Background: an optimization exercise with open tools, aiming at small area. Do not read the settings as production practice. In this exercise RTL edits were held to simulation tests only and were not proved equivalent to the original. Power and IR drop assume default switching activity.

[config.mk]
export PLATFORM = sky130hd
export DESIGN_NAME = weft_rx_lane
export DESIGN_NICKNAME = weft_rx_lane
export VERILOG_FILES = /design/flow/design.v
export SDC_FILE = /design/flow/constraint.sdc
export NUM_CORES = 4
export LEC_CHECK = 0
export CAP_MARGIN = 20
export CORE_MARGIN = 2
export CORE_UTILIZATION = 40
export CTS_CLUSTER_DIAMETER = 100
export CTS_CLUSTER_SIZE = 25
export PLACE_DENSITY = 0.6
export SLEW_MARGIN = 20
[constraint.sdc]
create_clock -name core_clock -period 12.0 [get_ports {clk}]
set_input_delay 2.4000 -clock core_clock [delete_from_list [all_inputs] [get_ports {clk}]]
set_output_delay 2.4000 -clock core_clock [all_outputs]
set_load 0.01 [all_outputs]
[design.v]
module weft_rx_lane (
    input  wire        clk,
    input  wire        rst,
    input  wire        rx_valid,
    input  wire [65:0] rx_word,
    input  wire        align_start,
    output reg         out_valid,
    output reg         out_ctrl,
    output reg  [63:0] out_data,
    output wire [2:0]  lane_state,
    output wire        block_lock,
    output wire        frame_lock,
    output reg  [6:0]  slip_count,
    output reg  [7:0]  align_count,
    output reg  [31:0] align_fail_count,
    output reg  [31:0] code_errors,
    output reg  [23:0] frame_seq,
    output reg  [7:0]  lane_index,
    output reg  [7:0]  lane_role
);
    localparam [7:0] T_FRAMING = 8'h1E;
    localparam [7:0] T_STUFF   = 8'h2D;
    localparam [7:0] T_SOAK    = 8'h33;
    localparam [7:0] T_WAKE    = 8'h4B;
    localparam [7:0] T_LINE    = 8'h55;
    localparam [7:0] T_SEGMENT = 8'h66;
    reg        st_al, st_up, st_ft;
    reg        ph_f1, ph_f2;
    reg [65:0] prev_word;
    reg [6:0]  slip;             
    reg [57:0] scr_hist;         
    reg [9:0]  cnt;              
    reg [1:0]  attempt;          
    reg [23:0] last_seq;         
    reg        frame_miss;       
    reg [62:0] inv_hist;         
    reg [3:0]  inv_cnt;          
    reg        mature;           
    wire [131:0] window = {rx_word, prev_word};
    wire [128:0] sh64 = {window[128:68], slip[6] ? window[131:64] : window[67:0]};
    wire [96:0]  sh32 = slip[5] ? sh64[128:32] : sh64[96:0];
    wire [80:0]  sh16 = slip[4] ? sh32[96:16]  : sh32[80:0];
    wire [72:0]  sh8  = slip[3] ? sh16[80:8]   : sh16[72:0];
    wire [68:0]  sh4  = slip[2] ? sh8[72:4]    : sh8[68:0];
    wire [66:0]  sh2  = slip[1] ? sh4[68:2]    : sh4[66:0];
    wire [65:0]  blk  = slip[0] ? sh2[66:1]    : sh2[65:0];
    wire        hdr_data = ~blk[0] &  blk[1];
    wire        hdr_ctrl =  blk[0] & ~blk[1];
    wire        hdr_ok   =  blk[0] ^  blk[1];
    wire [63:0] scr      = blk[65:2];
    wire [121:0] scr_ext = {scr, scr_hist};
    reg  [63:0]  pay;
    integer i;
    always @(*) begin
        for (i = 0; i < 64; i = i + 1)
            pay[i] = scr_ext[58 + i] ^ scr_ext[19 + i] ^ scr_ext[i];
    end
    wire [7:0]  ctype     = pay[7:0];
    wire [7:0]  f_lane    = pay[15:8];
    wire [23:0] f_seq     = {pay[23:16], pay[31:24], pay[39:32]};
    wire [7:0]  f_role    = pay[47:40];
    wire t_framing  = (ctype == T_FRAMING);
    wire t_deliver  = (ctype == T_SOAK) || (ctype == T_WAKE) ||
                      (ctype == T_LINE) || (ctype == T_SEGMENT);
    wire t_known    = t_framing || (ctype == T_STUFF) || t_deliver;
    wire is_framing = hdr_ctrl & t_framing;
    wire blk_in  = rx_valid & ~align_start;
    wire hunt    = st_al & ~ph_f1 & ~ph_f2;
    wire at63    = (cnt == 10'd63);
    wire [23:0] next_seq = last_seq + 24'd1;
    wire seq_ok  = is_framing & (f_seq == next_seq);
    wire inv        = ~hdr_ok;
    wire win_out    = inv_hist[62] & mature;
    wire loss       = (inv_cnt == 4'd15 && inv) || (at63 && !seq_ok && frame_miss);
    wire f1_fail    = ph_f1 & ~is_framing & at63;
    wire f2_fail    = ph_f2 & at63 & ~seq_ok;
    wire hunt_fail  = hunt & inv & (slip_count == 7'd65);
    wire att_fail   = f1_fail | f2_fail | hunt_fail;
    wire last_att   = attempt[1];
    assign lane_state = {st_ft, st_up, st_al | st_ft};
    assign block_lock = st_up;
    assign frame_lock = st_up;
    always @(posedge clk) begin
        if (rx_valid) begin
            prev_word[65:2] <= rx_word[65:2];
            scr_hist        <= scr[63:6];
            inv_hist        <= {inv_hist[61:0], inv};
        end
    end
    always @(posedge clk) begin
        if (rst)
            prev_word[1:0] <= 2'b00;
        else if (rx_valid)
            prev_word[1:0] <= rx_word[1:0];
    end
    always @(posedge clk) begin
        if (align_start) begin
            cnt     <= 10'd0;
            attempt <= 2'd0;
        end else if (blk_in) begin
            if (hunt) begin
                cnt <= hdr_ok ? cnt + 10'd1 : 10'd0;
            end else if (ph_f1 && is_framing) begin
                cnt <= 10'd64;
            end else if (att_fail || (st_up && loss)) begin
                cnt <= 10'd0;
            end else begin
                cnt <= cnt + 10'd1;
            end
            if (att_fail)
                attempt <= attempt + 2'd1;
            else if (st_up && loss)
                attempt <= 2'd0;
        end
    end
    always @(posedge clk) begin
        if (blk_in) begin
            if (ph_f1 && is_framing)
                last_seq <= f_seq;
            else if (at63)
                last_seq <= next_seq;
            if (ph_f2) begin
                frame_miss <= 1'b0;
                inv_cnt    <= 4'd0;
                mature     <= 1'b0;
            end else begin
                if (at63)
                    frame_miss <= ~seq_ok;
                inv_cnt <= inv_cnt + {3'd0, inv} - {3'd0, win_out};
                if (cnt == 10'd126)
                    mature <= 1'b1;
            end
        end
    end
    always @(posedge clk) begin
        if (rst) begin
            st_al            <= 1'b0;
            st_up            <= 1'b0;
            st_ft            <= 1'b0;
            ph_f1            <= 1'b0;
            ph_f2            <= 1'b0;
            slip             <= 7'd0;
            slip_count       <= 7'd0;
            align_count      <= 8'd0;
            align_fail_count <= 32'd0;
            code_errors      <= 32'd0;
            frame_seq        <= 24'd0;
            lane_index       <= 8'd0;
            lane_role        <= 8'd0;
        end else if (align_start) begin
            st_al       <= 1'b1;
            st_up       <= 1'b0;
            st_ft       <= 1'b0;
            ph_f1       <= 1'b0;
            ph_f2       <= 1'b0;
            slip_count  <= 7'd0;
            align_count <= align_count + 8'd1;
        end else if (blk_in) begin
            if (hunt && inv) begin
                slip       <= (slip == 7'd65) ? 7'd0 : slip + 7'd1;
                slip_count <= (slip_count == 7'd65) ? 7'd0 : slip_count + 7'd1;
            end
            if (hunt && hdr_ok && at63)
                ph_f1 <= 1'b1;
            if (ph_f1 && is_framing) begin
                ph_f1 <= 1'b0;
                ph_f2 <= 1'b1;
            end
            if (att_fail) begin
                ph_f1      <= 1'b0;
                ph_f2      <= 1'b0;
                slip_count <= 7'd0;
                if (last_att) begin
                    st_al            <= 1'b0;
                    st_ft            <= 1'b1;
                    align_fail_count <= align_fail_count + 32'd1;
                end
            end
            if ((ph_f2 | st_up) && at63 && seq_ok) begin
                frame_seq  <= f_seq;
                lane_index <= f_lane;
                lane_role  <= f_role;
            end
            if (ph_f2 && at63 && seq_ok) begin
                ph_f2 <= 1'b0;
                st_al <= 1'b0;
                st_up <= 1'b1;
            end
            if (st_up) begin
                if (inv || (hdr_ctrl && !t_known))
                    code_errors <= code_errors + 32'd1;
                if (loss) begin
                    st_up       <= 1'b0;
                    st_al       <= 1'b1;
                    slip_count  <= 7'd0;
                    align_count <= align_count + 8'd1;
                end
            end
        end
    end
    always @(posedge clk) begin
        if (rst) begin
            out_valid <= 1'b0;
            out_ctrl  <= 1'b0;
            out_data  <= 64'd0;
        end else begin
            out_valid <= blk_in & st_up & (hdr_data | (hdr_ctrl & t_deliver));
            out_ctrl  <= hdr_ctrl;
            out_data  <= pay;
        end
    end
endmodule
[flow/run.sh]
#!/bin/bash
# Standard layout with two changes that only affect cell area:
#  1. after the standard synthesis, the combinational logic between the
#     (untouched) registers is re-mapped with an area-oriented ABC script;
#  2. the port buffers use the smallest buffer cell.
# Each tool's output goes to its own log in this folder.
set -euo pipefail
export BUFFER_PORTS_ARGS="-buffer_cell sky130_fd_sc_hd__buf_1"
R=orfs/results/$FLOW_PLATFORM/weft_rx_lane/base
bash standard.sh synth > synth.log 2>&1
cp $R/1_2_yosys.v std_synth.v
yosys -c flow/resynth.tcl > resynth.log 2>&1
cp resynth.v $R/1_2_yosys.v
rm -f $R/1_synth.odb
bash standard.sh > layout.log 2>&1
[flow/dont_use.txt]
sky130_fd_sc_hd__lpflow_bleeder_1
sky130_fd_sc_hd__lpflow_clkbufkapwr_1
sky130_fd_sc_hd__lpflow_clkbufkapwr_16
sky130_fd_sc_hd__lpflow_clkbufkapwr_2
sky130_fd_sc_hd__lpflow_clkbufkapwr_4
sky130_fd_sc_hd__lpflow_clkbufkapwr_8
sky130_fd_sc_hd__lpflow_clkinvkapwr_1
sky130_fd_sc_hd__lpflow_clkinvkapwr_16
sky130_fd_sc_hd__lpflow_clkinvkapwr_2
sky130_fd_sc_hd__lpflow_clkinvkapwr_4
sky130_fd_sc_hd__lpflow_clkinvkapwr_8
sky130_fd_sc_hd__lpflow_decapkapwr_12
sky130_fd_sc_hd__lpflow_decapkapwr_3
sky130_fd_sc_hd__lpflow_decapkapwr_4
sky130_fd_sc_hd__lpflow_decapkapwr_6
sky130_fd_sc_hd__lpflow_decapkapwr_8
sky130_fd_sc_hd__lpflow_inputiso0n_1
sky130_fd_sc_hd__lpflow_inputiso0p_1
sky130_fd_sc_hd__lpflow_inputiso1n_1
sky130_fd_sc_hd__lpflow_inputiso1p_1
sky130_fd_sc_hd__lpflow_inputisolatch_1
sky130_fd_sc_hd__lpflow_isobufsrc_1
sky130_fd_sc_hd__lpflow_isobufsrc_16
sky130_fd_sc_hd__lpflow_isobufsrc_2
sky130_fd_sc_hd__lpflow_isobufsrc_4
sky130_fd_sc_hd__lpflow_isobufsrc_8
sky130_fd_sc_hd__lpflow_isobufsrckapwr_16
sky130_fd_sc_hd__lpflow_lsbuf_lh_hl_isowell_tap_1
sky130_fd_sc_hd__lpflow_lsbuf_lh_hl_isowell_tap_2
sky130_fd_sc_hd__lpflow_lsbuf_lh_hl_isowell_tap_4
sky130_fd_sc_hd__lpflow_lsbuf_lh_isowell_4
sky130_fd_sc_hd__lpflow_lsbuf_lh_isowell_tap_1
sky130_fd_sc_hd__lpflow_lsbuf_lh_isowell_tap_2
sky130_fd_sc_hd__lpflow_lsbuf_lh_isowell_tap_4
sky130_fd_sc_hd__probe_p_8
sky130_fd_sc_hd__probec_p_8
[flow/resynth.tcl]
# Re-map the combinational logic of the standard synthesis for area.
# Registers are kept as black boxes, so their instances and names stay.
yosys -import
set lib $::env(FLOW_HOME)/platforms/$::env(FLOW_PLATFORM)/lib/sky130_fd_sc_hd__tt_025C_1v80.lib
set du {}
set f [open flow/dont_use.txt]
foreach c [split [read $f] "\n"] { if {$c ne ""} { lappend du -dont_use $c } }
close $f
read_liberty -ignore_miss_func $lib
setattr -mod -set keep_hierarchy 1 sky130_fd_sc_hd__*df* sky130_fd_sc_hd__*dl* sky130_fd_sc_hd__conb_1
read_verilog std_synth.v
hierarchy -top $::env(FLOW_TOP)
flatten
yosys rename -hide w:*.*
opt_clean -purge
abc -liberty $lib {*}$du -script "+strash; dch; amap -F 10 -A 50; topo" $::env(FLOW_TOP)
opt_clean -purge
hilomap -singleton -hicell sky130_fd_sc_hd__conb_1 HI -locell sky130_fd_sc_hd__conb_1 LO
insbuf -buf sky130_fd_sc_hd__buf_1 A X
opt_clean -purge
select $::env(FLOW_TOP)
tee -o resynth_after.txt stat -liberty $lib
check $::env(FLOW_TOP)
write_verilog -noattr -nohex -nodec -selected resynth.v
[standard.sh]
#!/bin/bash
# synth_recipe.tcl (not shown) runs the flow's synth.tcl, then flattens the netlist and writes it again
# the make line also repeats each setting of config.mk as NAME=value (left out here)
make -C /OpenROAD-flow-scripts/flow DESIGN_CONFIG=/design/flow/config.mk WORK_HOME=/design/flow/orfs CLKGATE_MAP_FILE= SYNTH_SCRIPT=/design/flow/synth_recipe.tcl "${@:-finish}"
==> results.sh, run 1 <==
export IMPL_worstPathArrival_ns=9.85
export IMPL_drc=0
export IMPL_track_usage=0.268
export IMPL_period_needed_ns=9.36
export IMPL_finalSetupViolCount=0
export IMPL_clkLatencyLatePin_ns=0.59
export IMPL_slew_violations=0
export IMPL_viasPerCell=6.14
export IMPL_top_layer_used="met4"
export IMPL_portBuffers=259
export IMPL_max_slew_margin=0.294
export IMPL_dr_wl_met2_mm=31.7
export IMPL_core_mm2=0.0498
export IMPL_power_density_mw_per_mm2=132
export IMPL_postCtsSetupBuffers=0
export IMPL_nNetsFinal=2505
export IMPL_slowest_delay_ns=0.79
export IMPL_rows=82
export IMPL_wl_per_cell_um=23.1
export IMPL_grt_start_max_net_pins=66
export IMPL_hold_worst_slack_ns=0.421
export IMPL_maxCapViolCount=0
export IMPL_leakagePower_nw=7.34
export IMPL_grt_pass1_vias=18000
export IMPL_cts_resized=0
export IMPL_cts_root_buffer="clkbuf_16"
export IMPL_diodes=0
export IMPL_area_growth_pct=14.4
export IMPL_vdd_drop_max_mv=0.100
export IMPL_fin_total_pwr_mw=3.01
export IMPL_skew_ns=0.0251
export IMPL_synth_nets=2182
export IMPL_tns_ns=0
export IMPL_hold_buffers=0
export IMPL_ios=260
export IMPL_dpl_hpwl_mm=53.5
export IMPL_worst_path_max_fanout=10
export IMPL_drive_gt1_frac=0.0343
export IMPL_die_y_um=228
export IMPL_cts_sinks=426
export IMPL_m1WireLength_mm=31.4
export IMPL_start_kind="input pin"
export IMPL_utilization=0.460
export IMPL_fp_dieArea_mm2=0.0519
export IMPL_drt_pass1_iter_count=10
export IMPL_critPathKind="in -> reg"
export IMPL_cp_data_required_time_ns=12.48
export IMPL_cts_tree="done"
export IMPL_wl_met3_mm=6.12
export IMPL_syn_avg_cell_area_um2=9.49
export IMPL_cp_slowest_cell="a221oi_1"
export IMPL_antenna_found_initial=0
export IMPL_path_clk_slew_ns=0.10
export IMPL_numCtsBuffers=23
export IMPL_htree_num_levels=1
export IMPL_status="timing/DRC/antenna clean"
export IMPL_hp_class="reg -> reg"
export IMPL_rsz0062_at_grt="no"
export IMPL_clock_path_buffers=3
export IMPL_initial_core_util=0.403
export IMPL_synth_area_mm2=0.0200
export IMPL_yosysWarnings=1
export IMPL_totalWireLength_mm=72.1
export IMPL_period_share=0.780
export IMPL_via_count=19200
export IMPL_fmax_ghz=0.107
export IMPL_worst_pin_slew_ns=1.06
export IMPL_grt_pass1_wl_mm=110
export IMPL_die_x_um=228
export IMPL_place_congestion=1.00
export IMPL_end_kind="flip-flop"
export IMPL_overflow=0
export IMPL_synth_cells=2112
export IMPL_drt_iter0_drc=2787
export IMPL_hold_viol_final=0
export IMPL_route_antenna_remaining_nets=0
layer usage:
layer,vias up,global-route usage
li1,8951,-
met1,9034,0.378
met2,1020,0.421
met3,179,0.0404
met4,0,0.0944
met5,-,0
stage by stage:
| step | std cells | setup slack [ns] | cell area [um^2] |
|---|---|---|---|
| 5_1_grt | 3124 | 1.93 | 22900 |
| 3_3_place_gp | 3082 | 2.45 | 22200 |
| 2_1_floorplan | 2112 | 0.987 | 20000 |
| 6_report | 3124 | 2.64 | 22900 |
| 4_1_cts | 3124 | 2.84 | 22900 |
| 3_5_place_dp | 3082 | 2.25 | 22200 |
worst paths after layout:
check	endpoint	slack, ns	cells after the start	start
setup / recovery	code_errors[25]$_SDFFE_PP0P_	2.64	33	rx_word[13]
hold / removal	inv_hist[2]$_DFFE_PP_	0.42	0	inv_hist[1]$_DFFE_PP_
setup reg to reg	code_errors[25]$_SDFFE_PP0P_	2.83	33	slip[6]$_SDFFE_PP0P_
hold reg to reg	inv_hist[2]$_DFFE_PP_	0.42	0	inv_hist[1]$_DFFE_PP_
where the power goes:
part,internal [mW],switching [mW]
registers,1.62,0.0373
clock network,0.379,0.515
logic,0.134,0.332
total,2.13,0.885
registers in the layout (all words and copies together) (netlist names), 2 cells and up:
| signal | count |
|---|---|
| last_seq | 24 |
| out_data | 64 |
| inv_cnt | 4 |
| code_errors | 32 |
| slip | 7 |
| align_fail_count | 32 |
| inv_hist | 63 |
| prev_word | 66 |
| cnt | 10 |
| lane_role | 8 |
| scr_hist | 58 |
| frame_seq | 24 |
| align_count | 8 |
| slip_count | 7 |
| attempt | 2 |
| lane_index | 8 |
worst max-delay path, delay by kind of cell:
kind	cells	cell delay, ns
buffers and inverters	7	0.99
AOI/OAI and AO/OA	12	3.60
and+or+nand+nor	14	2.85
cells in the final DEF, fill, tap and decap left out, drive strengths merged, types with 3 or more instances in the layout:
master and n:
xor2 23, nor3 62, or3 15, a221o 4
or2 5, o221a 3, o21ai 180, and2 8
nor2b 12, edfxtp 215, nor4 10, nand4 13
a31oi 5, buf 300, o32ai 7, dfxtp 211
o31ai 3, clkbuf 37, and3 5, or4 16
o21a 7, nor2 299, o22a 21, a221oi 36
a211oi 34, a222oi 66, a22o 54, nand2 115
nand3 18, o211a 3, inv 7, a22oi 18
clkinv 211, a21oi 134, o221ai 29, o22ai 240
nor3b 3
final cells by class:
type	count	area [um^2]
Clock buffer	35	622
Clock inverter	7	92.6
Fill cell	4842	26800
Inverter	211	792
Multi-Input combinational cell	1471	8570
Sequential cell	426	10700
Tap cell	672	841
Timing Repair Buffer	302	1320
==> run 2: changes to the inputs <==
--- a/config.mk
+++ b/config.mk
@@ -9,6 +9,6 @@
 export CORE_MARGIN = 2
-export CORE_UTILIZATION = 40
+export CORE_UTILIZATION = 60
 export CTS_CLUSTER_DIAMETER = 100
 export CTS_CLUSTER_SIZE = 25
-export PLACE_DENSITY = 0.6
+export PLACE_DENSITY = 0.8
 export SLEW_MARGIN = 20
==> run 2 against run 1 <==
  * Register-to-register slack got worse by 0.12 ns
  * Cell count decreased by 7.6%
  * Fmax rose by 0.34%
  * Clock-buffer cell count is the same
  * Wire length decreased by 7.6%
  * Combinational power is 3% lower
  * Still clean on timing, DRC and antenna
  * Clock skew is 0.0029 ns lower
  * Total power is 3.4% lower
  * Critical path depth grew 1
  * Setup slack improved by 0.032 ns
  * Highest routed layer unchanged
  * First-iteration DRC count up 13%
==> results.sh, run 2 <==
export IMPL_status="timing/DRC/antenna clean"
export IMPL_cts_root_buffer="clkbuf_16"
export IMPL_hp_class="reg -> reg"
export IMPL_clock_path_buffers=3
export IMPL_via_count=19800
export IMPL_antenna_found_initial=0
export IMPL_p_int_mw=2.09
export IMPL_clkLatencyLatePin_ns=0.56
export IMPL_end_kind="flip-flop"
export IMPL_power_density_mw_per_mm2=129
export IMPL_grt_start_max_net_pins=73
export IMPL_vdd_drop_max_mv=0.127
export IMPL_finalSetupViolCount=0
export IMPL_place_congestion=1.09
export IMPL_design_area_mm2=0.0225
export IMPL_ios=260
export IMPL_drive_gt1_frac=0.0303
export IMPL_die_x_um=187
export IMPL_hold_viol_final=0
export IMPL_layout_commonest_cell="nor2_1"
export IMPL_leakagePower_nw=7.27
export IMPL_dp_cells=2850
export IMPL_critPathKind="in -> reg"
export IMPL_start_kind="input pin"
export IMPL_slew_violations=0
export IMPL_r2r_end="code_errors[25]$_SDFFE_PP0P_"
export IMPL_reg2reg_slack_ns=2.71
export IMPL_skew_ns=0.0222
export IMPL_fp_dieArea_mm2=0.0349
export IMPL_synth_nets=2182
export IMPL_fmax_ghz=0.107
export IMPL_period_needed_ns=9.33
export IMPL_initial_core_util=0.613
export IMPL_nNetsFinal=2501
export IMPL_drt_iter0_drc=3144
export IMPL_synth_cells=2112
export IMPL_r2r_start="slip[4]$_SDFFE_PP0P_"
export IMPL_largest_register_ffs=66
export IMPL_final_cells=2888
export IMPL_rows=66
export IMPL_synth_area_mm2=0.0200
export IMPL_rr_worst_depth=35
export IMPL_hold_worst_slack_ns=0.424
export IMPL_route_antenna_remaining_nets=0
export IMPL_slowest_delay_ns=0.62
export IMPL_drt_pass1_iter_count=14
export IMPL_seqPwrFrac=0.568
export IMPL_numCtsBuffers=21
export IMPL_hold_buffers=0
export IMPL_postCtsSetupBuffers=0
export IMPL_drc=0
export IMPL_cts_resized=0
export IMPL_track_usage=0.371
export IMPL_path_clk_slew_ns=0.10
export IMPL_cp_slowest_cell="a222oi_1"
export IMPL_worst_pin_slew_ns=1.08
export IMPL_viasPerCell=6.86
export IMPL_fin_total_pwr_mw=2.91
export IMPL_top_register="prev_word"
export IMPL_maxCapViolCount=0
export IMPL_period_share=0.778
export IMPL_worst_slack_ns=2.67
export IMPL_area_growth_pct=12.3
export IMPL_tns_ns=0
export IMPL_hp_start="inv_hist[51]$_DFFE_PP_"
export IMPL_place_ws_ns=2.36
export IMPL_syn_avg_cell_area_um2=9.49
export IMPL_yosysWarnings=1
export IMPL_place_area_mm2=0.0219
export IMPL_cp_data_required_time_ns=12.45
export IMPL_cts_tree="done"
export IMPL_p_sw_frac=0.282
export IMPL_die_y_um=187
export IMPL_htree_num_levels=1
export IMPL_wl_per_cell_um=23.1
export IMPL_combPwrFrac=0.155
export IMPL_top_regs="prev_word (66), out_data (64), inv_hist (63)"
export IMPL_dpl_hpwl_mm=48.5
export IMPL_core_mm2=0.0327
export IMPL_power_switching_mw=0.822
export IMPL_grt_pass1_vias=18300
export IMPL_rsz0062_at_grt="no"
export IMPL_totalWireLength_mm=66.6
export IMPL_layout_common_cells="297 x nor2_1, 257 x buf_1, 240 x o22ai_1"
export IMPL_max_slew_margin=0.269
export IMPL_fillerInstances=2620
export IMPL_min_path_cells=0
export IMPL_utilization=0.688
export IMPL_worstPathArrival_ns=9.78
export IMPL_clkPwrFrac=0.277
export IMPL_grt_pass1_wl_mm=104
export IMPL_diodes=0
export IMPL_cts_sinks=426
export IMPL_hold_end="inv_hist[52]$_DFFE_PP_"
export IMPL_portBuffers=259
export IMPL_worst_path_max_fanout=10
export IMPL_overflow=0
run 2: critical path: cells and delay by family:
family | cells | cell delay, ns
compound gates | 13 | 3.27
buf+inv | 7 | 0.99
simple gates | 14 | 3.08
run 2: how the worst max path moves through the flow:
stage,startpoint,endpoint,slack [ns],cells past startpoint
floorplan,slip[5]$_SDFFE_PP0P_,last_seq[0]$_DFFE_PP_,0.99,17
global placement,rx_word[6],code_errors[25]$_SDFFE_PP0P_,2.74,34
detailed placement,rx_word[16],code_errors[25]$_SDFFE_PP0P_,2.36,32
CTS,rx_word[16],code_errors[25]$_SDFFE_PP0P_,2.86,32
global route,rx_word[16],code_errors[25]$_SDFFE_PP0P_,1.87,32
finish,rx_word[6],code_errors[25]$_SDFFE_PP0P_,2.67,34
run 2: per-layer routing:
metal	track usage	vias up	wire [um]
met4	0.138	0	2870
met1	0.505	9255	26100
met5	0	-	0
met3	0.0651	224	7550
met2	0.597	1413	30000
li1	-	8927	-
run 2: layout make-up:
| cell class | instances | area (um^2) | area share |
|---|---|---|---|
| inverter | 211 | 792 | 0.0352 |
| clock inverter | 3 | 41.3 | 0.00184 |
| clock buffer | 35 | 578 | 0.0257 |
| timing repair buffer | 300 | 1290 | 0.0572 |
| sequential | 426 | 10700 | 0.475 |
| multi-input combinational | 1471 | 8570 | 0.381 |
| tap | 442 | 553 | 0.0246 |
run 2: power by group through the flow:
stage          clock network (mW)  logic (mW)  registers, mW
4_1_cts                     0.811       0.436           1.65
3_5_place_dp                    0       0.434           1.69
5_1_grt                     0.856       0.485           1.66
6_report                    0.806       0.452           1.65
3_3_place_gp                    0       0.426           1.68
2_1_floorplan                   0       0.241           1.69
==> run 3: changes to the inputs <==
--- a/config.mk
+++ b/config.mk
@@ -9,6 +9,7 @@
 export CORE_MARGIN = 2
-export CORE_UTILIZATION = 60
+export CORE_UTILIZATION = 50
 export CTS_CLUSTER_DIAMETER = 100
 export CTS_CLUSTER_SIZE = 25
-export PLACE_DENSITY = 0.8
+export GPL_TIMING_DRIVEN = 0
+export PLACE_DENSITY = 0.7
 export SLEW_MARGIN = 20
==> run 3 against run 2 <==
  * Still clean on timing, DRC and antenna
  * Combinational power barely moved
  * Synthesized area did not move
  * Design area rose by 1.1%
  * Die area rose by 20%
  * Fmax fell by 13%
  * Via count fell by 4.0%
  * Global-route usage fell by 6.5 points
  * Non-clock buffer count fell by 16
  * Total power fell by 0.36%
  * Clock power fell by 1%
  * Critical path depth fell by 1
  * Utilization fell by 11 points
  * Highest routed layer unchanged
==> results.sh, run 3 <==
export IMPL_utilization=0.574
export IMPL_diodes=0
export IMPL_period_share=0.894
export IMPL_die_y_um=204
export IMPL_track_usage=0.305
export IMPL_numCtsBuffers=21
export IMPL_grt_pass1_vias=17300
export IMPL_start_kind="flip-flop"
export IMPL_fmax_ghz=0.0932
export IMPL_top_register="prev_word"
export IMPL_die_x_um=204
export IMPL_antenna_found_initial=0
export IMPL_cp_data_required_time_ns=12.45
export IMPL_clock_path_buffers=3
export IMPL_route_antenna_remaining_nets=0
export IMPL_skew_ns=0.0234
export IMPL_grt_start_max_net_pins=66
export IMPL_overflow=0
export IMPL_synth_nets=2182
export IMPL_synth_area_mm2=0.0200
export IMPL_critPathKind="reg -> reg"
export IMPL_grt_pass1_wl_mm=100
export IMPL_crit_path_frequent_cell="clkinv_1"
export IMPL_fillerInstances=3617
export IMPL_area_growth_pct=13.5
export IMPL_cts_root_buffer="clkbuf_16"
export IMPL_drt_iter0_drc=2524
export IMPL_fp_dieArea_mm2=0.0417
export IMPL_wl_per_cell_um=22.3
export IMPL_max_slew_margin=0.220
export IMPL_layout_common_cells="285 x nor2_1, 261 x buf_1, 240 x o22ai_1"
export IMPL_slew_violations=0
export IMPL_cts_sinks=426
export IMPL_top_regs="prev_word (66), out_data (64), inv_hist (63)"
export IMPL_syn_avg_cell_area_um2=9.49
export IMPL_rows=73
export IMPL_status="timing/DRC/antenna clean"
export IMPL_cp_slowest_cell="nor2_2"
export IMPL_rsz0062_at_grt="no"
export IMPL_hold_buffers=0
export IMPL_nNetsFinal=2485
export IMPL_via_count=19000
export IMPL_multi_input_area_mm2=0.00862
export IMPL_finalSetupViolCount=0
export IMPL_drt_pass1_iter_count=9
export IMPL_yosysWarnings=1
export IMPL_end_kind="flip-flop"
export IMPL_drive_gt1_frac=0.0317
export IMPL_cts_resized=0
export IMPL_fin_total_pwr_mw=2.90
export IMPL_postCtsSetupBuffers=0
export IMPL_worstPathArrival_ns=11.18
export IMPL_hold_viol_final=0
export IMPL_period_needed_ns=10.73
export IMPL_ios=260
export IMPL_largest_register_ffs=66
export IMPL_core_mm2=0.0396
export IMPL_initial_core_util=0.505
export IMPL_slowest_delay_ns=1.00
export IMPL_synth_cells=2112
export IMPL_power_density_mw_per_mm2=128
export IMPL_portBuffers=259
export IMPL_hp_class="reg -> reg"
export IMPL_vdd_drop_max_mv=0.134
export IMPL_register_area_mm2=0.0107
export IMPL_totalWireLength_mm=65.8
export IMPL_maxCapViolCount=0
export IMPL_tns_ns=0
export IMPL_leakagePower_nw=7.26
export IMPL_dpl_hpwl_mm=49.0
export IMPL_viasPerCell=6.45
export IMPL_worst_pin_slew_ns=1.17
export IMPL_critPathBufInv=7
export IMPL_worst_path_max_fanout=40
export IMPL_place_ws_ns=1.66
export IMPL_path_clk_slew_ns=0.10
export IMPL_layout_commonest_cell="nor2_1"
export IMPL_cts_tree="done"
export IMPL_drc=0
export IMPL_clkLatencyLatePin_ns=0.56
export IMPL_htree_num_levels=1
export IMPL_worst_slack_ns=1.27
export IMPL_place_congestion=1.01
export IMPL_cpLargestDelayFamily="simple AND/OR/NAND/NOR gates"
-- run 3: where the power goes --
part / internal, mW / switching [mW] / leakage (nW) / total [mW]
combinational: 0.137 / 0.317 / 3.17 / 0.454
clock: 0.338 / 0.458 / 0.288 / 0.796
sequential: 1.61 / 0.0370 / 3.80 / 1.65
-- run 3: final cells by class --
class,count,share of cell area
plain buffers,4,0.000660
clock buffers,34,0.0252
clock inverters,2,0.00127
inverters,211,0.0351
multi-input cells,1471,0.379
flip-flops and latches,426,0.470
well taps,525,0.0289
repair buffers,280,0.0600
-- run 3: per-stage QoR --
step	hold slack (ns)	std cells	area, um^2
3_5_place_dp	0.405	2916	22100
4_1_cts	0.426	2952	22700
2_1_floorplan	0.400	2112	20000
3_3_place_gp	0.406	2896	21700
5_1_grt	0.433	2953	22700
6_report	0.423	2953	22700
-- run 3: metal layers --
| metal | GRT usage | part of all wire | vias to the layer above |
|---|---|---|---|
| li1 | - | - | 8922 |
| met1 | 0.434 | 0.43 | 8965 |
| met2 | 0.477 | 0.44 | 985 |
| met3 | 0.0438 | 0.087 | 161 |
| met4 | 0.109 | 0.039 | 0 |
| met5 | 0 | 0 | - |
-- run 3: worst reg2reg max path: cells and delay by family, from the launching register on --
kind                   cells  cell delay (ns)
buffers and inverters      7             2.52
AO/OA/AOI/OAI             11             2.95
flip-flops                 1             0.90
AND/OR/NAND/NOR           15             4.27
-- run 3: worst paths after layout --
| kind | start | end | slack [ns] | cells after the start |
|---|---|---|---|---|
| hold reg to reg | inv_hist[12]$_DFFE_PP_ | inv_hist[13]$_DFFE_PP_ | 0.42 | 0 |
| setup / recovery | slip[4]$_SDFFE_PP0P_ | code_errors[25]$_SDFFE_PP0P_ | 1.27 | 33 |
| setup reg to reg | slip[4]$_SDFFE_PP0P_ | code_errors[25]$_SDFFE_PP0P_ | 1.27 | 33 |
| hold / removal | inv_hist[12]$_DFFE_PP_ | inv_hist[13]$_DFFE_PP_ | 0.42 | 0 |
==> run 4: changes to the inputs <==
--- a/design.v
+++ b/design.v
@@ -207,3 +207,3 @@
             out_valid <= blk_in & st_up & (hdr_data | (hdr_ctrl & t_deliver));
-            out_ctrl  <= hdr_ctrl;
+            out_ctrl  <= blk[0];         
             out_data  <= pay;
--- a/flow/run.sh
+++ b/flow/run.sh
@@ -11,3 +11,7 @@
 cp $R/1_2_yosys.v std_synth.v
-yosys -c flow/resynth.tcl > resynth.log 2>&1
+# Area mapping with ABC's don't-care optimisation; if ABC fails on it,
+# the same mapping without that step.
+if ! RESYNTH_ABC="strash; dch; amap -F 10 -A 50; mfs3 -ae; topo" yosys -c flow/resynth.tcl > resynth.log 2>&1; then
+  RESYNTH_ABC="strash; dch; amap -F 10 -A 50; topo" yosys -c flow/resynth.tcl > resynth_fallback.log 2>&1
+fi
 cp resynth.v $R/1_2_yosys.v
--- a/flow/resynth.tcl
+++ b/flow/resynth.tcl
@@ -15,3 +15,3 @@
 opt_clean -purge
-abc -liberty $lib {*}$du -script "+strash; dch; amap -F 10 -A 50; topo" $::env(FLOW_TOP)
+abc -liberty $lib {*}$du -script "+$::env(RESYNTH_ABC)" $::env(FLOW_TOP)
 opt_clean -purge
--- a/config.mk
+++ b/config.mk
@@ -9,7 +9,6 @@
 export CORE_MARGIN = 2
-export CORE_UTILIZATION = 50
+export CORE_UTILIZATION = 40
 export CTS_CLUSTER_DIAMETER = 100
 export CTS_CLUSTER_SIZE = 25
-export GPL_TIMING_DRIVEN = 0
-export PLACE_DENSITY = 0.7
+export PLACE_DENSITY = 0.6
 export SLEW_MARGIN = 20
==> run 4 against run 3 <==
  * Still clean on timing, DRC and antenna
  * Non-clock buffer count grew 17
  * Via count grew 0.54%
  * Cell count grew 5.2%
  * Clock-buffer cell count shrank 1
  * Setup slack gained 0.096 ns
  * Die area grew 24%
  * Utilization shrank 11 points
  * Total power grew 2.0%
  * Fmax grew 0.90%
  * Global-route usage shrank 3.5 points
==> results.sh, run 4 <==
export IMPL_core_mm2=0.0491
export IMPL_die_x_um=227
export IMPL_leakagePower_nw=7.23
export IMPL_hold_worst_slack_ns=0.417
export IMPL_via_count=19100
export IMPL_grt_pass1_vias=17500
export IMPL_synth_cells=2106
export IMPL_wl_per_cell_um=23.0
export IMPL_syn_avg_cell_area_um2=9.46
export IMPL_p_int_mw=2.12
export IMPL_drt_iter0_drc=2988
export IMPL_status="timing/DRC/antenna clean"
export IMPL_initial_core_util=0.406
export IMPL_dpl_hpwl_mm=53.3
export IMPL_area_growth_pct=14.3
export IMPL_synth_area_mm2=0.0199
export IMPL_worst_pin_slew_ns=1.08
export IMPL_worstPathArrival_ns=11.14
export IMPL_htree_num_levels=1
export IMPL_tns_ns=0
export IMPL_finalSetupViolCount=0
export IMPL_period_needed_ns=10.63
export IMPL_max_slew_margin=0.275
export IMPL_fmax_ghz=0.0941
export IMPL_clkLatencyLatePin_ns=0.58
export IMPL_rows=81
export IMPL_vdd_drop_max_mv=0.109
export IMPL_track_usage=0.270
export IMPL_drt_pass1_iter_count=10
export IMPL_p_sw_frac=0.283
export IMPL_path_clk_slew_ns=0.10
export IMPL_antenna_found_initial=0
export IMPL_die_y_um=227
export IMPL_start_kind="input pin"
export IMPL_skew_ns=0.0228
export IMPL_ios=260
export IMPL_numCtsBuffers=22
export IMPL_grt_pass1_wl_mm=107
export IMPL_cts_root_buffer="clkbuf_16"
export IMPL_nNetsFinal=2498
export IMPL_drc=0
export IMPL_grt_start_max_net_pins=82
export IMPL_portBuffers=259
export IMPL_slowest_delay_ns=0.65
export IMPL_power_switching_mw=0.838
export IMPL_layout_common_cells="320 x nor2_1, 257 x buf_1, 222 x o22ai_1"
export IMPL_place_congestion=0.994
export IMPL_cp_slowest_cell="o21ai_0"
export IMPL_postCtsSetupBuffers=0
export IMPL_maxCapViolCount=0
export IMPL_worst_slack_ns=1.37
export IMPL_end_kind="flip-flop"
export IMPL_hp_class="reg -> reg"
export IMPL_hold_viol_final=0
export IMPL_slew_violations=0
export IMPL_cp_data_required_time_ns=12.51
export IMPL_diodes=0
export IMPL_seqPwrFrac=0.557
export IMPL_cts_resized=0
export IMPL_final_cells=3106
export IMPL_totalWireLength_mm=71.5
export IMPL_top_regs="prev_word (66), out_data (64), inv_hist (63)"
export IMPL_synth_nets=2176
export IMPL_fin_total_pwr_mw=2.96
export IMPL_overflow=0
export IMPL_layout_commonest_cell="nor2_1"
export IMPL_route_antenna_remaining_nets=0
export IMPL_clock_path_buffers=3
export IMPL_critPathKind="in -> reg"
export IMPL_hold_buffers=0
export IMPL_drive_gt1_frac=0.0336
export IMPL_place_ws_ns=1.04
export IMPL_period_share=0.886
export IMPL_rsz0062_at_grt="no"
export IMPL_clkPwrFrac=0.294
export IMPL_viasPerCell=6.16
export IMPL_combPwrFrac=0.149
export IMPL_dp_cells=3068
export IMPL_yosysWarnings=1
export IMPL_cts_sinks=426
export IMPL_cts_tree="done"
export IMPL_largest_register_ffs=66
export IMPL_fp_dieArea_mm2=0.0516
export IMPL_power_density_mw_per_mm2=130
export IMPL_top_register="prev_word"
export IMPL_worst_path_max_fanout=6
[run 4: cell type report]
type	count	area, um^2
Clock buffer	33	634
Clock inverter	5	66.3
Fill cell	4835	26300
Inverter	180	676
Multi-Input combinational cell	1497	8590
Sequential cell	426	10700
Tap cell	664	831
Timing Repair Buffer	301	1290
[run 4: final timing paths]
| kind | endpoint | from | depth (start not counted) | slack, ns |
|---|---|---|---|---|
| min reg2reg | inv_hist[25]$_DFFE_PP_ | inv_hist[24]$_DFFE_PP_ | 0 | 0.42 |
| min | inv_hist[25]$_DFFE_PP_ | inv_hist[24]$_DFFE_PP_ | 0 | 0.42 |
| max | code_errors[31]$_SDFFE_PP0P_ | rx_word[14] | 46 | 1.37 |
| max reg2reg | code_errors[31]$_SDFFE_PP0P_ | slip[6]$_SDFFE_PP0P_ | 43 | 1.66 |
[run 4: worst max-delay path, delay by kind of cell]
family | cells | cell delay [ns]
simple gates | 26 | 4.22
compound gates | 13 | 3.60
buf+inv | 7 | 0.89
[run 4: metrics by stage]
| stage | util | area [um^2] |
|---|---|---|
| 2_1_floorplan | - | 19900 |
| 3_3_place_gp | 0.450 | 22100 |
| 3_5_place_dp | 0.450 | 22100 |
| 4_1_cts | 0.464 | 22800 |
| 5_1_grt | 0.464 | 22800 |
| 6_report | 0.464 | 22800 |
[run 4: power groups by stage]
| stage | clock, mW | sequential, mW | combinational (mW) |
|---|---|---|---|
| finish | 0.871 | 1.65 | 0.440 |
| floorplan | 0 | 1.69 | 0.234 |
| global placement | 0 | 1.68 | 0.432 |
| detailed placement | 0 | 1.68 | 0.433 |
| CTS | 0.894 | 1.65 | 0.435 |
| global route | 0.939 | 1.66 | 0.479 |
[run 4: layer usage]
metal / track usage / routed length, um / share of wire
met2: 0.420 / 32200 / 0.45
met4: 0.0862 / 2260 / 0.032
met3: 0.0423 / 6140 / 0.086
met1: 0.385 / 30900 / 0.43
met5: 0 / 0 / 0
==> run 5: changes to the inputs <==
--- a/config.mk
+++ b/config.mk
@@ -9,6 +9,6 @@
 export CORE_MARGIN = 2
-export CORE_UTILIZATION = 40
+export CORE_UTILIZATION = 50
 export CTS_CLUSTER_DIAMETER = 100
 export CTS_CLUSTER_SIZE = 25
-export PLACE_DENSITY = 0.6
+export PLACE_DENSITY = 0.7
 export SLEW_MARGIN = 20
==> run 5 against run 4 <==
  * Still clean on timing, DRC and antenna
  * Design area decreased by 0.99%
  * Total power decreased by 2.1%
  * Clock power decreased by 7.1%
  * Sequential power about the same
  * First-iteration DRC count decreased by 10%
  * Critical endpoint unchanged
  * Largest power group unchanged
  * Highest routed layer unchanged
==> results.sh, run 5 <==
export IMPL_power_density_mw_per_mm2=128
export IMPL_via_count=19200
export IMPL_worst_slack_ns=1.77
export IMPL_rows=73
export IMPL_grt_start_max_net_pins=83
export IMPL_dp_cells=2931
export IMPL_clkLatencyLatePin_ns=0.58
export IMPL_top_regs="prev_word (66), out_data (64), inv_hist (63)"
export IMPL_numCtsBuffers=21
export IMPL_cts_resized=0
export IMPL_ios=260
export IMPL_slowest_delay_ns=0.97
export IMPL_nNetsFinal=2499
export IMPL_reg2reg_slack_ns=1.77
export IMPL_postCtsSetupBuffers=0
export IMPL_core_mm2=0.0395
export IMPL_slew_violations=0
export IMPL_synth_nets=2176
export IMPL_hp_class="reg -> reg"
export IMPL_final_cells=2969
export IMPL_period_share=0.853
export IMPL_htree_num_levels=1
export IMPL_start_kind="flip-flop"
export IMPL_cts_root_buffer="clkbuf_16"
export IMPL_antenna_found_initial=0
export IMPL_place_congestion=1.01
export IMPL_initial_core_util=0.504
export IMPL_design_area_mm2=0.0226
export IMPL_drt_iter0_drc=2680
export IMPL_cp_data_required_time_ns=12.50
export IMPL_drc=0
export IMPL_synth_cells=2106
export IMPL_vdd_drop_max_mv=0.119
export IMPL_max_slew_margin=0.258
export IMPL_clock_path_buffers=3
export IMPL_portBuffers=259
export IMPL_cts_sinks=426
export IMPL_cts_tree="done"
export IMPL_leakagePower_nw=7.20
export IMPL_dpl_hpwl_mm=50.9
export IMPL_crit_path_frequent_cell="nor2_1"
export IMPL_diodes=0
export IMPL_drive_gt1_frac=0.0327
export IMPL_grt_pass1_wl_mm=103
export IMPL_largest_register_ffs=66
export IMPL_rsz0062_at_grt="no"
export IMPL_yosysWarnings=1
export IMPL_cp_slowest_cell="dfxtp_1"
export IMPL_layout_commonest_cell="nor2_1"
export IMPL_worst_path_max_fanout=22
export IMPL_status="timing/DRC/antenna clean"
export IMPL_end_kind="flip-flop"
export IMPL_grt_pass1_vias=17600
export IMPL_path_clk_slew_ns=0.11
export IMPL_overflow=0
export IMPL_critPathKind="reg -> reg"
export IMPL_maxCapViolCount=0
export IMPL_wl_per_cell_um=23.0
export IMPL_fp_dieArea_mm2=0.0415
export IMPL_area_growth_pct=13.2
export IMPL_totalWireLength_mm=68.2
export IMPL_top_register="prev_word"
export IMPL_die_x_um=204
export IMPL_hold_buffers=0
export IMPL_drt_pass1_iter_count=11
export IMPL_viasPerCell=6.46
export IMPL_worst_pin_slew_ns=1.11
export IMPL_hold_viol_final=0
export IMPL_layout_common_cells="320 x nor2_1, 257 x buf_1, 222 x o22ai_1"
export IMPL_track_usage=0.321
export IMPL_skew_ns=0.0299
export IMPL_worstPathArrival_ns=10.73
export IMPL_fmax_ghz=0.0978
export IMPL_place_ws_ns=1.45
export IMPL_route_antenna_remaining_nets=0
export IMPL_syn_avg_cell_area_um2=9.46
export IMPL_die_y_um=204
export IMPL_finalSetupViolCount=0
export IMPL_synth_area_mm2=0.0199
export IMPL_period_needed_ns=10.23
export IMPL_tns_ns=0
export IMPL_place_area_mm2=0.0219
## run 5: final timing paths
| kind | from | to | cells after the start |
|---|---|---|---|
| min | inv_hist[31]$_DFFE_PP_ | inv_hist[32]$_DFFE_PP_ | 0 |
| max reg2reg | slip[4]$_SDFFE_PP0P_ | code_errors[31]$_SDFFE_PP0P_ | 46 |
| max | slip[4]$_SDFFE_PP0P_ | code_errors[31]$_SDFFE_PP0P_ | 46 |
| min reg2reg | inv_hist[31]$_DFFE_PP_ | inv_hist[32]$_DFFE_PP_ | 0 |
## run 5: final cells by class
class	count	area [um^2]
clock buffer	34	574
clock inverter	4	40.0
fill	3558	17000
inverter	180	676
multi-input combinational	1497	8590
sequential	426	10700
tap	525	657
timing repair buffer	303	1330
## run 5: metal layers
metal / global-route usage / vias up / part of all wire
li1: - / 8926 / -
met1: 0.460 / 9144 / 0.42
met2: 0.505 / 972 / 0.45
met3: 0.0483 / 142 / 0.094
met4: 0.0894 / 0 / 0.030
met5: 0 / - / 0
## run 5: worst max-delay path, delay by kind of cell, from the launching register on
kind	cells	cell delay, ns
compound gates	9	2.33
buf+inv	7	1.80
flops	1	0.97
simple gates	30	5.01
## run 5: per-stage QoR
stage	hold WS (ns)	utilization	power (mW)
finish	0.403	0.570	2.90
global route	0.423	0.570	3.01
CTS	0.403	0.570	2.91
detailed placement	0.405	0.555	2.11
global placement	0.404	0.554	2.10
floorplan	0.400	-	1.92
## run 5: power breakdown
part | internal [mW] | total [mW] | switching (mW) | leakage, nW
sequential | 1.61 | 1.65 | 0.0361 | 3.72
clock | 0.339 | 0.809 | 0.470 | 0.295
combinational | 0.129 | 0.439 | 0.309 | 3.18

## port drivers added, routing unchanged
The flow's constraints put no driver on any port. The routed layouts listed below were extracted and timed again, unchanged, in two steps. Step 1 sets driving cells, clkbuf_16 on the clock port and buf_2 on the other inputs (assumed; they add their load-dependent delay and slew). Step 2, shift: input delay + t, output delay - t, t = (earliest + latest rising clock arrival at the registers) / 2. This alone moves slack from input paths to output paths. a / b / c = ideal ports / drivers / drivers and shift; a / b = the first two.
| run | t, ns | setup slack, ns | worst setup path at the end | latest minus earliest clock arrival (ns) | worst register clock-pin slew, ns |
|---|---|---|---|---|---|
| run 1 | 0.641 | 2.636 / 2.675 / 2.035 | input to register | 0.025 / 0.025 | 0.11 / 0.11 |
| run 2 | 0.599 | 2.667 / 2.684 / 2.085 | input to register | 0.022 / 0.023 | 0.11 / 0.11 |
| run 3 | 0.607 | 1.272 / 1.272 / 1.272 | register to register | 0.026 / 0.026 | 0.10 / 0.10 |
| run 4 | 0.631 | 1.368 / 1.396 / 0.764 | input to register | 0.023 / 0.023 | 0.10 / 0.10 |
| run 5 | 0.627 | 1.770 / 1.770 / 1.231 | input to register | 0.032 / 0.031 | 0.11 / 0.11 |
After both steps every run listed still meets setup and hold. The setup slack of run 4, which loses most, moves by +0.028 ns with the drivers and by -0.604 ns with both steps.
